Source: an optimization exercise on an open RTL-to-GDS flow (aim: small area, a short achievable clock period and few clock cycles per item). Production flows keep margins and buffers that such runs may drop.
In this exercise RTL edits were held to simulation tests only and were not proved equivalent to the original.

==> inputs of v19 <==
## cp2_tally
module cp2_tally (
    input  wire         clk,
    input  wire         rst,
    input  wire         in_valid,
    output reg          in_ready,
    input  wire         in_meter,
    input  wire [255:0] in_rec,
    input  wire [63:0]  in_len,
    input  wire [1:0]   in_colour,
    input  wire [59:0]  in_now,
    output reg          out_valid,
    input  wire         out_ready,
    output reg  [255:0] out_rec,
    output reg  [1:0]   out_colour,
    output reg          out_bad
);
make LEC_CHECK=0 CAP_MARGIN=20 CORE_MARGIN=2 CORE_UTILIZATION=40 SLEW_MARGIN=20 finish   # period 22.0 ns
run.sh (not shown) runs the stock make flow with config.mk's settings and CLKGATE_MAP_FILE= SYNTH_SCRIPT=/design/flow/synth_recipe.tcl, a recipe that flattens the netlist after the stock synthesis.
==> inputs of v18, as changes to v19 <==
--- a/flow/design.v
+++ b/flow/design.v
@@ -2083,26 +2083,21 @@
     wire        a_c   = a_c0 & ~zc;
     wire        a_p   = a_p0 & ~zp;
     wire [35:0] qcm   = zc ? {1'b0, ~late, 34'd0} : qc;
     wire [35:0] qpm   = zp ? {1'b0, ~late, 34'd0} : qp;
     wire [1:0]  icm   = zc ? 2'd0 : ic;
     wire [1:0]  ipm   = zp ? 2'd0 : ip;
-    wire [63:0] pk_sum = {1'b0, rec[62:0]} + 64'd1;
-    wire [64:0] by_sum = {1'b0, rec[127:64]} + {1'b0, len};
+    wire [127:0] crec  = hv ? rec[127:0] : in_rec[127:0];
+    wire [63:0]  clen  = hv ? len : in_len;
+    wire [63:0] pk_sum = {1'b0, crec[62:0]} + 64'd1;
+    wire [64:0] by_sum = {1'b0, crec[127:64]} + {1'b0, clen};
     wire        pk_sat = pk_sum[63];
     wire        by_sat = by_sum[64];
     wire [62:0] pk_new = pk_sat ? {63{1'b1}} : pk_sum[62:0];
     wire [63:0] by_new = by_sat ? {64{1'b1}} : by_sum[63:0];
-    wire        sat_new = rec[63] | pk_sat | by_sat;
-    wire [63:0] ipk_sum = {1'b0, in_rec[62:0]} + 64'd1;
-    wire [64:0] iby_sum = {1'b0, in_rec[127:64]} + {1'b0, in_len};
-    wire        ipk_sat = ipk_sum[63];
-    wire        iby_sat = iby_sum[64];
-    wire [62:0] ipk_new = ipk_sat ? {63{1'b1}} : ipk_sum[62:0];
-    wire [63:0] iby_new = iby_sat ? {64{1'b1}} : iby_sum[63:0];
-    wire        isat_new = in_rec[63] | ipk_sat | iby_sat;
+    wire        sat_new = crec[63] | pk_sat | by_sat;
     wire        cin_green  = (colour == 2'd0);
     wire        cin_yellow = (colour == 2'd1);
     wire        cin_red    = colour[1];
     wire        len_hi     = |len[63:32];
     wire [31:0] len_lo     = len[31:0];
     wire [35:0] wq    = tr ? qpm : qcm;
@@ -2455,13 +2450,13 @@
                                pbs, cbs, pir, cir};
                 out_colour <= col_new;
                 out_bad    <= 1'b0;
             end
         end else if (direct) begin
             if (!in_meter) begin
-                out_rec    <= {128'd0, iby_new, isat_new, ipk_new};
+                out_rec    <= {128'd0, by_new, sat_new, pk_new};
                 out_colour <= 2'd0;
                 out_bad    <= 1'b0;
             end else begin
                 out_rec    <= in_rec;
                 out_colour <= 2'd0;
                 out_bad    <= 1'b1;
==> flow/flow/run.sh (new file) <==
#!/bin/bash
# The standard layout, with timing repair aiming at a setup slack of 14 ns
# instead of 0 (the clock period and constraints are unchanged).
set -euo pipefail
bash standard.sh SETUP_SLACK_MARGIN=14 finish > layout.log 2>&1
==> flow/standard.sh (new file) <==
#!/bin/bash
# synth_recipe.tcl (not shown) runs the flow's synth.tcl, then flattens the netlist and writes it again
# the make line also repeats each setting of config.mk as NAME=value (left out here)
make -C /OpenROAD-flow-scripts/flow DESIGN_CONFIG=/design/flow/config.mk WORK_HOME=/design/flow/orfs CLKGATE_MAP_FILE= SYNTH_SCRIPT=/design/flow/synth_recipe.tcl "${@:-finish}"
removed: flow/run.sh
==> inputs of v39, as changes to v19 <==
--- a/flow/design.v
+++ b/flow/design.v
@@ -2083,26 +2083,21 @@
     wire        a_c   = a_c0 & ~zc;
     wire        a_p   = a_p0 & ~zp;
     wire [35:0] qcm   = zc ? {1'b0, ~late, 34'd0} : qc;
     wire [35:0] qpm   = zp ? {1'b0, ~late, 34'd0} : qp;
     wire [1:0]  icm   = zc ? 2'd0 : ic;
     wire [1:0]  ipm   = zp ? 2'd0 : ip;
-    wire [63:0] pk_sum = {1'b0, rec[62:0]} + 64'd1;
-    wire [64:0] by_sum = {1'b0, rec[127:64]} + {1'b0, len};
+    wire [127:0] crec  = hv ? rec[127:0] : in_rec[127:0];
+    wire [63:0]  clen  = hv ? len : in_len;
+    wire [63:0] pk_sum = {1'b0, crec[62:0]} + 64'd1;
+    wire [64:0] by_sum = {1'b0, crec[127:64]} + {1'b0, clen};
     wire        pk_sat = pk_sum[63];
     wire        by_sat = by_sum[64];
     wire [62:0] pk_new = pk_sat ? {63{1'b1}} : pk_sum[62:0];
     wire [63:0] by_new = by_sat ? {64{1'b1}} : by_sum[63:0];
-    wire        sat_new = rec[63] | pk_sat | by_sat;
-    wire [63:0] ipk_sum = {1'b0, in_rec[62:0]} + 64'd1;
-    wire [64:0] iby_sum = {1'b0, in_rec[127:64]} + {1'b0, in_len};
-    wire        ipk_sat = ipk_sum[63];
-    wire        iby_sat = iby_sum[64];
-    wire [62:0] ipk_new = ipk_sat ? {63{1'b1}} : ipk_sum[62:0];
-    wire [63:0] iby_new = iby_sat ? {64{1'b1}} : iby_sum[63:0];
-    wire        isat_new = in_rec[63] | ipk_sat | iby_sat;
+    wire        sat_new = crec[63] | pk_sat | by_sat;
     wire        cin_green  = (colour == 2'd0);
     wire        cin_yellow = (colour == 2'd1);
     wire        cin_red    = colour[1];
     wire        len_hi     = |len[63:32];
     wire [31:0] len_lo     = len[31:0];
     wire [35:0] wq    = tr ? qpm : qcm;
@@ -2455,13 +2450,13 @@
                                pbs, cbs, pir, cir};
                 out_colour <= col_new;
                 out_bad    <= 1'b0;
             end
         end else if (direct) begin
             if (!in_meter) begin
-                out_rec    <= {128'd0, iby_new, isat_new, ipk_new};
+                out_rec    <= {128'd0, by_new, sat_new, pk_new};
                 out_colour <= 2'd0;
                 out_bad    <= 1'b0;
             end else begin
                 out_rec    <= in_rec;
                 out_colour <= 2'd0;
                 out_bad    <= 1'b1;
==> flow/flow/run.sh (new file) <==
#!/bin/bash
# The standard layout, with timing repair aiming at a setup slack of 15 ns
# instead of 0 (the clock period and constraints are unchanged).
set -euo pipefail
bash standard.sh SETUP_SLACK_MARGIN=15 finish > layout.log 2>&1
==> flow/standard.sh (new file) <==
#!/bin/bash
# synth_recipe.tcl (not shown) runs the flow's synth.tcl, then flattens the netlist and writes it again
# the make line also repeats each setting of config.mk as NAME=value (left out here)
make -C /OpenROAD-flow-scripts/flow DESIGN_CONFIG=/design/flow/config.mk WORK_HOME=/design/flow/orfs CLKGATE_MAP_FILE= SYNTH_SCRIPT=/design/flow/synth_recipe.tcl "${@:-finish}"
removed: flow/run.sh
==> qor summary <==
                                                                                   v18                v39            v19
Outcome                                               no timing/DRC/antenna violations  no timing/DRC/antenna violations  no timing/DRC/antenna violations
Non-Clock Buffer Count                                                           1,084              1,422            838
Core Util, Final                                                                 0.479              0.503          0.456
GR met2 Demand/Resource                                                          0.493              0.518          0.490
Signed area change from the synthesized netlist to the final layout              18.9%              25.0%          13.4%
Fraction of post-synthesis cell area in the top cell type by area                0.240              0.240          0.236
Hold Path Origin                                                       w_sp$_SDFF_PP0_    w_sp$_SDFF_PP0_  l[10]$_DFF_P_
Reg-to-reg slack, setup                                                       13.90 ns           13.61 ns       11.78 ns
Met1 Use GR                                                                      0.407              0.416          0.384
Pre-CTS worst setup slack                                                     11.16 ns           11.31 ns       10.79 ns
Max-Slew Margin vs Limit                                                         0.136              0.137          0.114
Count of multi-input combinational gates                                         8,679              8,686          9,212
Post-synthesis mux area share                                                   0.0298             0.0298         0.0190
Hold Path Sink                                                       satp$_SDFFE_PP1N_  satp$_SDFFE_PP1N_  l[10]$_DFF_P_
Met3 track demand over resource in global routing                               0.0637             0.0780         0.0404
Testbench counts of v19, summed over its fixed seeds: cycles 10,409, items 3,200.
Testbench counts of v18, summed over its fixed seeds: cycles 10,409, items 3,200.
Testbench counts of v39, summed over its fixed seeds: cycles 10,409, items 3,200.

re-timing with driven ports:
Ports are ideal in the flow. The routed layouts listed here were re-timed in OpenROAD. Step 1, drivers: a clkbuf_16 drives clk and a buf_2 each remaining input, both assumed. Step 2 also shifts input and output timing later by t, the mid clock arrival at the registers, as if the neighbouring blocks saw the same clock. Slacks: ideal ports / drivers / drivers and shift; pairs: ideal ports / drivers.
run | t, ns | setup slack, ns | worst data-port slew with drivers (ns)
v19 | 0.940 | 11.464 / 11.552 / 10.612 | 0.24
v18 | 0.933 | 13.719 / 13.781 / 12.848 | 0.24
v39 | 0.947 | 13.610 / 13.610 / 12.820 | 0.23
After both steps every run listed still meets setup and hold. The setup slack of v18, which loses most, moves by +0.062 ns with the drivers and by -0.871 ns with both steps.
